What follows belongs to an exercise in optimizing a design on an open flow for small area, a short achievable clock period and few clock cycles per item; a production flow would make more cautious choices.
In this exercise RTL edits were held to simulation tests only and were not proved equivalent to the original.

==> run.sh <==
#!/bin/bash
# synth_recipe.tcl (not shown) runs the flow's synth.tcl, then flattens the netlist and writes it again
# the make line also repeats each setting of config.mk as NAME=value (left out here)
make -C /OpenROAD-flow-scripts/flow DESIGN_CONFIG=/design/flow/config.mk WORK_HOME=/design/flow/orfs CLKGATE_MAP_FILE= SYNTH_SCRIPT=/design/flow/synth_recipe.tcl finish
==> config.mk <==
export PLATFORM = sky130hd
export DESIGN_NAME = narind_hmac
export DESIGN_NICKNAME = narind_hmac
export VERILOG_FILES = /design/flow/design.v
export SDC_FILE = /design/flow/constraint.sdc
export NUM_CORES = 4
export LEC_CHECK = 0
export CAP_MARGIN = 20
export CORE_MARGIN = 2
export CORE_UTILIZATION = 40
export SLEW_MARGIN = 20
==> constraint.sdc <==
create_clock -name core_clock -period 10.0 [get_ports {clk}]
set_input_delay 2.0000 -clock core_clock [delete_from_list [all_inputs] [get_ports {clk}]]
set_output_delay 2.0000 -clock core_clock [all_outputs]
set_load 0.01 [all_outputs]
==> design.v <==
module sha256_round (
    input  wire [31:0] a, b, c, d, e, f, g, h,
    input  wire [31:0] k,
    input  wire [31:0] w,
    output wire [31:0] a_new,
    output wire [31:0] e_new
);
    wire [31:0] s1  = {e[5:0], e[31:6]} ^ {e[10:0], e[31:11]} ^ {e[24:0], e[31:25]};
    wire [31:0] ch  = (e & f) ^ (~e & g);
    wire [31:0] s0  = {a[1:0], a[31:2]} ^ {a[12:0], a[31:13]} ^ {a[21:0], a[31:22]};
    wire [31:0] maj = (a & b) ^ (a & c) ^ (b & c);
    wire [31:0] ps = h ^ k ^ w;
    wire [31:0] pc_full = (h & k) | (h & w) | (k & w);
    wire [31:0] pcy = {pc_full[30:0], 1'b0};
    wire [31:0] q1s = ps ^ pcy ^ d;
    wire [31:0] q1c_f = (ps & pcy) | (ps & d) | (pcy & d);
    wire [31:0] q1c = {q1c_f[30:0], 1'b0};
    wire [31:0] r1s = s1 ^ ch ^ q1s;
    wire [31:0] r1c_f = (s1 & ch) | (s1 & q1s) | (ch & q1s);
    wire [31:0] r1c = {r1c_f[30:0], 1'b0};
    wire [31:0] r2s = r1s ^ r1c ^ q1c;
    wire [31:0] r2c_f = (r1s & r1c) | (r1s & q1c) | (r1c & q1c);
    wire [31:0] r2c = {r2c_f[30:0], 1'b0};
    assign e_new = r2s + r2c;
    wire [31:0] u1s = ps ^ pcy ^ maj;
    wire [31:0] u1c_f = (ps & pcy) | (ps & maj) | (pcy & maj);
    wire [31:0] u1c = {u1c_f[30:0], 1'b0};
    wire [31:0] v1s = s1 ^ ch ^ s0;
    wire [31:0] v1c_f = (s1 & ch) | (s1 & s0) | (ch & s0);
    wire [31:0] v1c = {v1c_f[30:0], 1'b0};
    wire [31:0] x1s = u1s ^ u1c ^ v1s;
    wire [31:0] x1c_f = (u1s & u1c) | (u1s & v1s) | (u1c & v1s);
    wire [31:0] x1c = {x1c_f[30:0], 1'b0};
    wire [31:0] y1s = x1s ^ x1c ^ v1c;
    wire [31:0] y1c_f = (x1s & x1c) | (x1s & v1c) | (x1c & v1c);
    wire [31:0] y1c = {y1c_f[30:0], 1'b0};
    assign a_new = y1s + y1c;
endmodule
module sha256_sched (
    input  wire [31:0] wm2,    
    input  wire [31:0] wm7,    
    input  wire [31:0] wm15,   
    input  wire [31:0] wm16,   
    output wire [31:0] wn
);
    wire [31:0] ls0 = {wm15[6:0], wm15[31:7]} ^ {wm15[17:0], wm15[31:18]} ^ (wm15 >> 3);
    wire [31:0] ls1 = {wm2[16:0], wm2[31:17]} ^ {wm2[18:0], wm2[31:19]} ^ (wm2 >> 10);
    wire [31:0] s1s = wm7 ^ wm16 ^ ls0;
    wire [31:0] s1c_f = (wm7 & wm16) | (wm7 & ls0) | (wm16 & ls0);
    wire [31:0] s1c = {s1c_f[30:0], 1'b0};
    wire [31:0] s2s = s1s ^ s1c ^ ls1;
    wire [31:0] s2c_f = (s1s & s1c) | (s1s & ls1) | (s1c & ls1);
    wire [31:0] s2c = {s2c_f[30:0], 1'b0};
    assign wn = s2s + s2c;
endmodule
module narind_hmac (
    input  wire         clk,
    input  wire         rst,         
    input  wire         start,
    input  wire [255:0] key,         
    output wire         idle,
    input  wire         in_valid,
    output wire         in_ready,
    input  wire [31:0]  in_data,
    input  wire         in_last,
    output wire         done,
    output wire [127:0] tag
);
    localparam [255:0] IV = {32'h6a09e667, 32'hbb67ae85, 32'h3c6ef372, 32'ha54ff53a,
                             32'h510e527f, 32'h9b05688c, 32'h1f83d9ab, 32'h5be0cd19};
    localparam [1:0] P_KO = 2'd0, P_KI = 2'd1, P_DATA = 2'd2, P_FIN = 2'd3;
    localparam [1:0] S_IDLE = 2'd0, S_XFER = 2'd1, S_ROUND = 2'd2, S_FINAL = 2'd3;
    reg [1:0]   st, ph;
    reg [5:0]   t;
    reg         done_r;
    reg         end_seen;      
    reg         pad80;         
    reg         lenok;         
    reg         lastb;         
    reg [8:0]   nwords;
    reg [31:0]  a, b, c, d, e, f, g, h;
    reg [31:0]  w [0:15];      
    reg [31:0]  H [0:7];       
    reg [31:0]  KO [0:7];      
    wire [5:0] tk = t + 6'd1;
    reg [31:0] kn;             
    always @(*) begin
        case (tk)
            6'd0:  kn = 32'h428a2f98; 6'd1:  kn = 32'h71374491;
            6'd2:  kn = 32'hb5c0fbcf; 6'd3:  kn = 32'he9b5dba5;
            6'd4:  kn = 32'h3956c25b; 6'd5:  kn = 32'h59f111f1;
            6'd6:  kn = 32'h923f82a4; 6'd7:  kn = 32'hab1c5ed5;
            6'd8:  kn = 32'hd807aa98; 6'd9:  kn = 32'h12835b01;
            6'd10: kn = 32'h243185be; 6'd11: kn = 32'h550c7dc3;
            6'd12: kn = 32'h72be5d74; 6'd13: kn = 32'h80deb1fe;
            6'd14: kn = 32'h9bdc06a7; 6'd15: kn = 32'hc19bf174;
            6'd16: kn = 32'he49b69c1; 6'd17: kn = 32'hefbe4786;
            6'd18: kn = 32'h0fc19dc6; 6'd19: kn = 32'h240ca1cc;
            6'd20: kn = 32'h2de92c6f; 6'd21: kn = 32'h4a7484aa;
            6'd22: kn = 32'h5cb0a9dc; 6'd23: kn = 32'h76f988da;
            6'd24: kn = 32'h983e5152; 6'd25: kn = 32'ha831c66d;
            6'd26: kn = 32'hb00327c8; 6'd27: kn = 32'hbf597fc7;
            6'd28: kn = 32'hc6e00bf3; 6'd29: kn = 32'hd5a79147;
            6'd30: kn = 32'h06ca6351; 6'd31: kn = 32'h14292967;
            6'd32: kn = 32'h27b70a85; 6'd33: kn = 32'h2e1b2138;
            6'd34: kn = 32'h4d2c6dfc; 6'd35: kn = 32'h53380d13;
            6'd36: kn = 32'h650a7354; 6'd37: kn = 32'h766a0abb;
            6'd38: kn = 32'h81c2c92e; 6'd39: kn = 32'h92722c85;
            6'd40: kn = 32'ha2bfe8a1; 6'd41: kn = 32'ha81a664b;
            6'd42: kn = 32'hc24b8b70; 6'd43: kn = 32'hc76c51a3;
            6'd44: kn = 32'hd192e819; 6'd45: kn = 32'hd6990624;
            6'd46: kn = 32'hf40e3585; 6'd47: kn = 32'h106aa070;
            6'd48: kn = 32'h19a4c116; 6'd49: kn = 32'h1e376c08;
            6'd50: kn = 32'h2748774c; 6'd51: kn = 32'h34b0bcb5;
            6'd52: kn = 32'h391c0cb3; 6'd53: kn = 32'h4ed8aa4a;
            6'd54: kn = 32'h5b9cca4f; 6'd55: kn = 32'h682e6ff3;
            6'd56: kn = 32'h748f82ee; 6'd57: kn = 32'h78a5636f;
            6'd58: kn = 32'h84c87814; 6'd59: kn = 32'h8cc70208;
            6'd60: kn = 32'h90befffa; 6'd61: kn = 32'ha4506ceb;
            6'd62: kn = 32'hbef9a3f7; default: kn = 32'hc67178f2;
        endcase
    end
    reg [31:0] kt;
    wire [31:0] a_new, e_new;
    sha256_round u_round (
        .a(a), .b(b), .c(c), .d(d), .e(e), .f(f), .g(g), .h(h),
        .k(kt), .w(w[12]), .a_new(a_new), .e_new(e_new)
    );
    wire [31:0] wnew;
    sha256_sched u_sched (.wm2(w[14]), .wm7(w[9]), .wm15(w[1]), .wm16(w[0]), .wn(wnew));
    wire [1:0]  j = t[1:0];
    reg  [31:0] iva, ive;
    always @(*) begin
        case (j)
            2'd0: begin iva = IV[159:128]; ive = IV[31:0];    end
            2'd1: begin iva = IV[191:160]; ive = IV[63:32];   end
            2'd2: begin iva = IV[223:192]; ive = IV[95:64];   end
            default: begin iva = IV[255:224]; ive = IV[127:96]; end
        endcase
    end
    wire [31:0] basea = (ph == P_DATA) ? H[3] : (ph == P_FIN) ? KO[3] : iva;
    wire [31:0] basee = (ph == P_DATA) ? H[7] : (ph == P_FIN) ? KO[7] : ive;
    wire [31:0] adda  = basea + d;
    wire [31:0] adde  = basee + h;
    wire        use_add = (st == S_FINAL) && (ph != P_KO);
    wire [31:0] lda = use_add ? adda : (ph == P_FIN) ? KO[3] : iva;
    wire [31:0] lde = use_add ? adde : (ph == P_FIN) ? KO[7] : ive;
    wire [6:0]  idx   = (st == S_ROUND) ? ({1'b0, t} + 7'd4) : {5'd0, j};
    wire        nxt   = idx[6];
    wire        sched = !idx[6] && (idx[5] | idx[4]);
    wire [3:0]  ix    = idx[3:0];
    wire [31:0] hw    = H[ix[2:0]];
    wire [31:0] bitlen = {18'd0, nwords + 9'd16, 5'd0};
    localparam [2:0] F_KO = 3'd0, F_KI = 3'd1, F_DATA = 3'd2, F_FIN = 3'd3, F_NONE = 3'd4;
    reg [2:0] fph;
    always @(*) begin
        if (!nxt) fph = {1'b0, ph};
        else case (ph)
            P_KO:    fph = F_KI;
            P_KI:    fph = F_DATA;
            P_DATA:  fph = lastb ? F_NONE : F_DATA;
            default: fph = F_NONE;
        endcase
    end
    wire dslot = (st == S_ROUND) && !sched && (fph == F_DATA);
    wire take  = dslot && !end_seen && in_valid;
    reg [31:0] src;
    reg        avail;
    always @(*) begin
        avail = 1'b1;
        src   = 32'd0;
        if (sched) begin
            src = wnew;
        end else if (fph == F_KO || fph == F_KI) begin
            src = (fph == F_KO) ? 32'h5c5c5c5c : 32'h36363636;
            if (!ix[3]) src = src ^ hw;
        end else if (fph == F_FIN) begin
            if (!ix[3])              src = hw;
            else if (ix == 4'd8)     src = 32'h80000000;
            else if (ix == 4'd15)    src = 32'd768;
        end else if (fph == F_DATA) begin
            if (!end_seen) begin
                src   = in_data;
                avail = in_valid;
            end else if (pad80) begin
                src   = 32'h80000000;
            end else if (ix == 4'd15 && lenok) begin
                src   = bitlen;
            end
        end
    end
    wire exec = (st == S_ROUND) && avail;
    wire push = exec || (st == S_XFER);
    integer i;
    always @(posedge clk) begin
        if (push) begin
            for (i = 0; i < 15; i = i + 1)
                w[i] <= w[i+1];
            w[15] <= src;
        end
    end
    always @(posedge clk) begin
        if (st == S_XFER)
            kt <= 32'h428a2f98;
        else if (exec)
            kt <= kn;
    end
    always @(posedge clk) begin
        if (exec) begin
            {b, c, d} <= {a, b, c};
            {f, g, h} <= {e, f, g};
            a <= a_new;
            e <= e_new;
        end else if (st == S_XFER || st == S_FINAL) begin
            {b, c, d} <= {a, b, c};
            {f, g, h} <= {e, f, g};
            a <= lda;
            e <= lde;
        end
    end
    always @(posedge clk) begin
        if (st == S_IDLE) begin
            if (start)
                for (i = 0; i < 8; i = i + 1)
                    H[i] <= key[255 - 32*i -: 32];
        end else if (st == S_FINAL && ph != P_KO) begin
            H[0] <= adda;
            H[1] <= H[0];
            H[2] <= H[1];
            H[3] <= H[2];
            H[4] <= adde;
            H[5] <= H[4];
            H[6] <= H[5];
            H[7] <= H[6];
        end
        if ((st == S_FINAL && ph == P_KO) || (st == S_XFER && ph == P_FIN) ||
            (st == S_FINAL && ph == P_FIN)) begin
            KO[0] <= (ph == P_KO) ? adda : KO[3];
            KO[1] <= KO[0];
            KO[2] <= KO[1];
            KO[3] <= KO[2];
            KO[4] <= (ph == P_KO) ? adde : KO[7];
            KO[5] <= KO[4];
            KO[6] <= KO[5];
            KO[7] <= KO[6];
        end
    end
    always @(posedge clk) begin
        if (rst) begin
            st     <= S_IDLE;
            done_r <= 1'b0;
        end else begin
            case (st)
                S_IDLE: begin
                    if (start) begin
                        st       <= S_XFER;
                        ph       <= P_KO;
                        t        <= 6'd0;
                        done_r   <= 1'b0;
                        end_seen <= 1'b0;
                        pad80    <= 1'b0;
                        lenok    <= 1'b0;
                        lastb    <= 1'b0;
                        nwords   <= 9'd0;
                    end
                end
                S_XFER: begin
                    t <= t + 6'd1;
                    if (j == 2'd3) begin
                        st <= S_ROUND;
                        t  <= 6'd0;
                    end
                end
                S_ROUND: begin
                    if (exec) begin
                        t <= t + 6'd1;
                        if (t == 6'd63) st <= S_FINAL;
                    end
                end
                default: begin  
                    t <= t + 6'd1;
                    if (j == 2'd3) begin
                        t <= 6'd0;
                        case (ph)
                            P_KO: begin
                                ph <= P_KI;
                                st <= S_ROUND;
                            end
                            P_KI: begin
                                ph <= P_DATA;
                                st <= S_ROUND;
                            end
                            P_DATA: begin
                                lastb <= 1'b0;
                                if (lastb) begin
                                    ph <= P_FIN;
                                    st <= S_XFER;
                                end else begin
                                    st <= S_ROUND;
                                end
                            end
                            default: begin
                                done_r <= 1'b1;
                                st     <= S_IDLE;
                            end
                        endcase
                    end
                end
            endcase
            if (dslot && exec) begin
                if (take) begin
                    nwords <= nwords + 9'd1;
                    if (in_last) begin
                        end_seen <= 1'b1;
                        pad80    <= 1'b1;
                    end
                end else if (end_seen) begin
                    if (pad80) begin
                        pad80 <= 1'b0;
                        lenok <= (ix <= 4'd13);
                    end else if (ix == 4'd15 && lenok) begin
                        lastb <= 1'b1;
                    end
                end
                if (ix == 4'd0 && !(end_seen && pad80))
                    lenok <= 1'b1;
            end
        end
    end
    assign idle     = (st == S_IDLE);
    assign in_ready = dslot && !end_seen;
    assign done     = done_r;
    assign tag      = {H[0], H[1], H[2], H[3]};
endmodule
==> results.txt <==
-- metrics by stage --
stage	setup slack [ns]	instance area, um^2	utilization	cells
final	2.76	83000	0.471	8427
after global routing	2.68	83000	0.471	8421
after CTS	2.95	82900	0.470	8407
after detailed placement	2.99	78100	0.443	8140
after global placement	2.89	78000	0.443	8138
after floorplan	0.775	71100	-	5556
-- final timing paths --
check / slack [ns] / cells after the start / startpoint / end
setup reg to reg: 2.76 / 19 / t[0] / e[30]
hold reg to reg: 0.37 / 0 / w[13][21] / w[12][21]
setup / recovery: 2.76 / 19 / t[0] / e[30]
hold / removal: 0.37 / 0 / w[13][21] / w[12][21]
-- state kept, by name, summed over array words and instances, names as in the netlist, 2 cells and up --
| signal | count |
|---|---|
| t | 6 |
| ph | 2 |
| g | 32 |
| st | 2 |
| f | 32 |
| d | 32 |
| h | 32 |
| H | 256 |
| kt | 32 |
| KO | 256 |
| b | 32 |
| e | 32 |
| w | 512 |
| nwords | 9 |
| a | 32 |
| c | 32 |
-- cell usage after synthesis (all sizes together), types with 34 or more instances --
cell / n / area [um^2]
mux2: 294 / 3310
a22oi: 34 / 255
ha: 188 / 2350
clkbuf: 188 / 706
a21oi: 385 / 1930
a221oi: 49 / 429
edfxtp: 1301 / 39100
buf: 71 / 312
a211oi: 73 / 553
a21o: 81 / 608
xnor2: 325 / 2850
inv: 376 / 1410
nand2: 489 / 1840
nor3: 52 / 282
o211ai: 54 / 405
mux2i: 85 / 851
dfxtp: 35 / 701
nand3: 63 / 315
fa: 286 / 5730
xor2: 113 / 990
nor2: 281 / 1060
o21ai: 265 / 1330
-- kinds of logic after synthesis --
logic type | after synthesis | share of synthesized area
adder cells (fa/ha/maj) | 505 | 0.118
buffers and inverters | 638 | 0.0343
AND/OR/NAND/NOR | 1038 | 0.0636
AO/OA/AOI/OAI | 1221 | 0.111
flip-flops | 1336 | 0.560
multiplexers | 380 | 0.0589
XOR/XNOR | 438 | 0.0540
-- layout make-up --
class	count	area share
antenna	17	0.000512
clock buffer	182	0.0455
clock inverter	85	0.0134
inverter	379	0.0171
multi-input combinational	3582	0.350
sequential	1336	0.479
tap	2340	0.0353
timing repair buffer	506	0.0595
-- metal layers --
layer / vias to the layer above / share of wire / routed length, um
met5: - / 0.00041 / 110
met4: 14 / 0.062 / 16500
met3: 523 / 0.078 / 20600
met2: 2286 / 0.47 / 124000
met1: 25000 / 0.39 / 104000
li1: 21100 / - / -
==> flow_summary.toml <==
[floorplan]
die_h_um = 425
start_util = 0.403
fp-row-count = 154
pin_count = 424
fp.coreArea_um2 = 176000
die-area_um2 = 181000
die_w_um = 425

[layout]
layout_commonest_cell = "edfxtp_1"
multi_input_area_um2 = 29000
fillCellCount = 15800
final_cell_mix = "edfxtp_1, nand2_1, clkdlybuf4s50_1"
layout.nets = 6717
drive_gt1_frac = 0.106
seqCellArea_um2 = 39800
syn_to_final_growth_pct = 16.8

[synthesis]
yosysUniqueCellTypes = 99
syn_nets = 6323
yosysSeqAreaShare = 0.560
async_flop_share = 0
synth_edf_count = 1301
synth_area_um2 = 71000
ys.flop_type = "edfxtp_1"
yosys_register_bits = 1336
syn_inst = 5556
synth_area_per_cell_um2 = 12.8
yosys_warnings = 7

[timing]
hold_slack_ns = 0.375
hold_viol = 0
tns_ns = 0
fin_skew_ns = 0.0570
worst_pin_slew_ns = 1.22
layout_min_cycle_time_ns = 7.24
maxSlewHeadroom = 0.181
rsz0062_at_grt = "false"
slew_violations = 0
setup_viol = 0
fmax_mhz = 138
min_period_over_period = 0.724

[global_routing]
grt.total_usage = 0.288
use_met3 = 0.0564
gr-total-overflow = 0
antenna_found_initial = 29
use_met2 = 0.463
first_global_vias = 48000
grt-busiest-layer = "met2"
grt_max_degree = 198
use_met1 = 0.368
grt_pass1_wl_um = 367000

[job]
max-cap-violations = 0

[clocking]
clk_latency_ns = 0.82
clk_pin_slew_ns = 0.07
clock_path_buffers = 3
holdBufCountCts = 0
clock-root-buffer = "clkbuf_16"
htree_levels = 4
cts_inserted_buffers = 145
cts_resized = 0
cts_setup_buffers = 0
cts_tree = "done"
cts.sinks = 1336

[routing]
drt_iter0_drc = 6030
drc = 0
vias = 48900
dr.pass1.iters = 6
postRouteAntennaNets = 0
routed_wl_um = 265000
wl_per_cell_um = 31.5
viasPerCell = 5.80

[critical_path]
worstPathRequired_ns = 10.50
arrival_ns = 7.74
critical_path_class = "reg2reg"
cpPeakStageDelay_ns = 0.90
crit_family = "compound AO/OA/AOI/OAI gates"
cp_num_buf_inv = 5
cp-start-kind = "flip-flop"
cpMostUsedCell = "buf_4"
end_kind = "flip-flop"
crit_chain = "buf_4 > clkinv_1 > ha_1 > buf_4 > inv_1 > nor2_1 > buf_4 > a21oi_1 > mux2i_1 > ha_1 > and2_1 > a221o_1 > a2111oi_2 > nor2_2 > a31oi_4 > a21boi_1 > and4b_1 > o31ai_1 > o21ai_1"
slowest_stage = "o31ai_1"
cp_max_fo = 36

[worst_hold_path]
hp-class = "reg2reg"

[placement]
dp_hpwl_um = 202000
routabilityCongestion = 0.977
port_buffers = 423

[run_status]
outcome = "finished clean"
Testbench counts, summed over its fixed seeds: cycles 108,760, frames 192.

==> afterwards: timing with drivers on the ports <==
No port has a modelled driver above. Below, the same layout with a new extraction and two added sets of constraints.
Step 1 sets driving cells, clkbuf_16 on the clock port and buf_2 on the other inputs (assumed; they add their load-dependent delay and slew).
Step 2 moves the port delays by t, midway between the first and last clock arrival at a register: inputs arrive t later, outputs are due t later. That takes back most of the time a late clock gives input paths.
Three values: ideal, step 1, step 2; two values: the first two.
t, ns: 0.878
setup slack, ns: 2.759 / 2.759 / 2.759
clock arrival spread, ns: 0.061 / 0.060
slew at the worst register clock pin (ns): 0.07 / 0.07
After both steps setup and hold are still met in this run. The setup slack of this run moves by 0.000 ns with the drivers and by 0.000 ns with both steps.
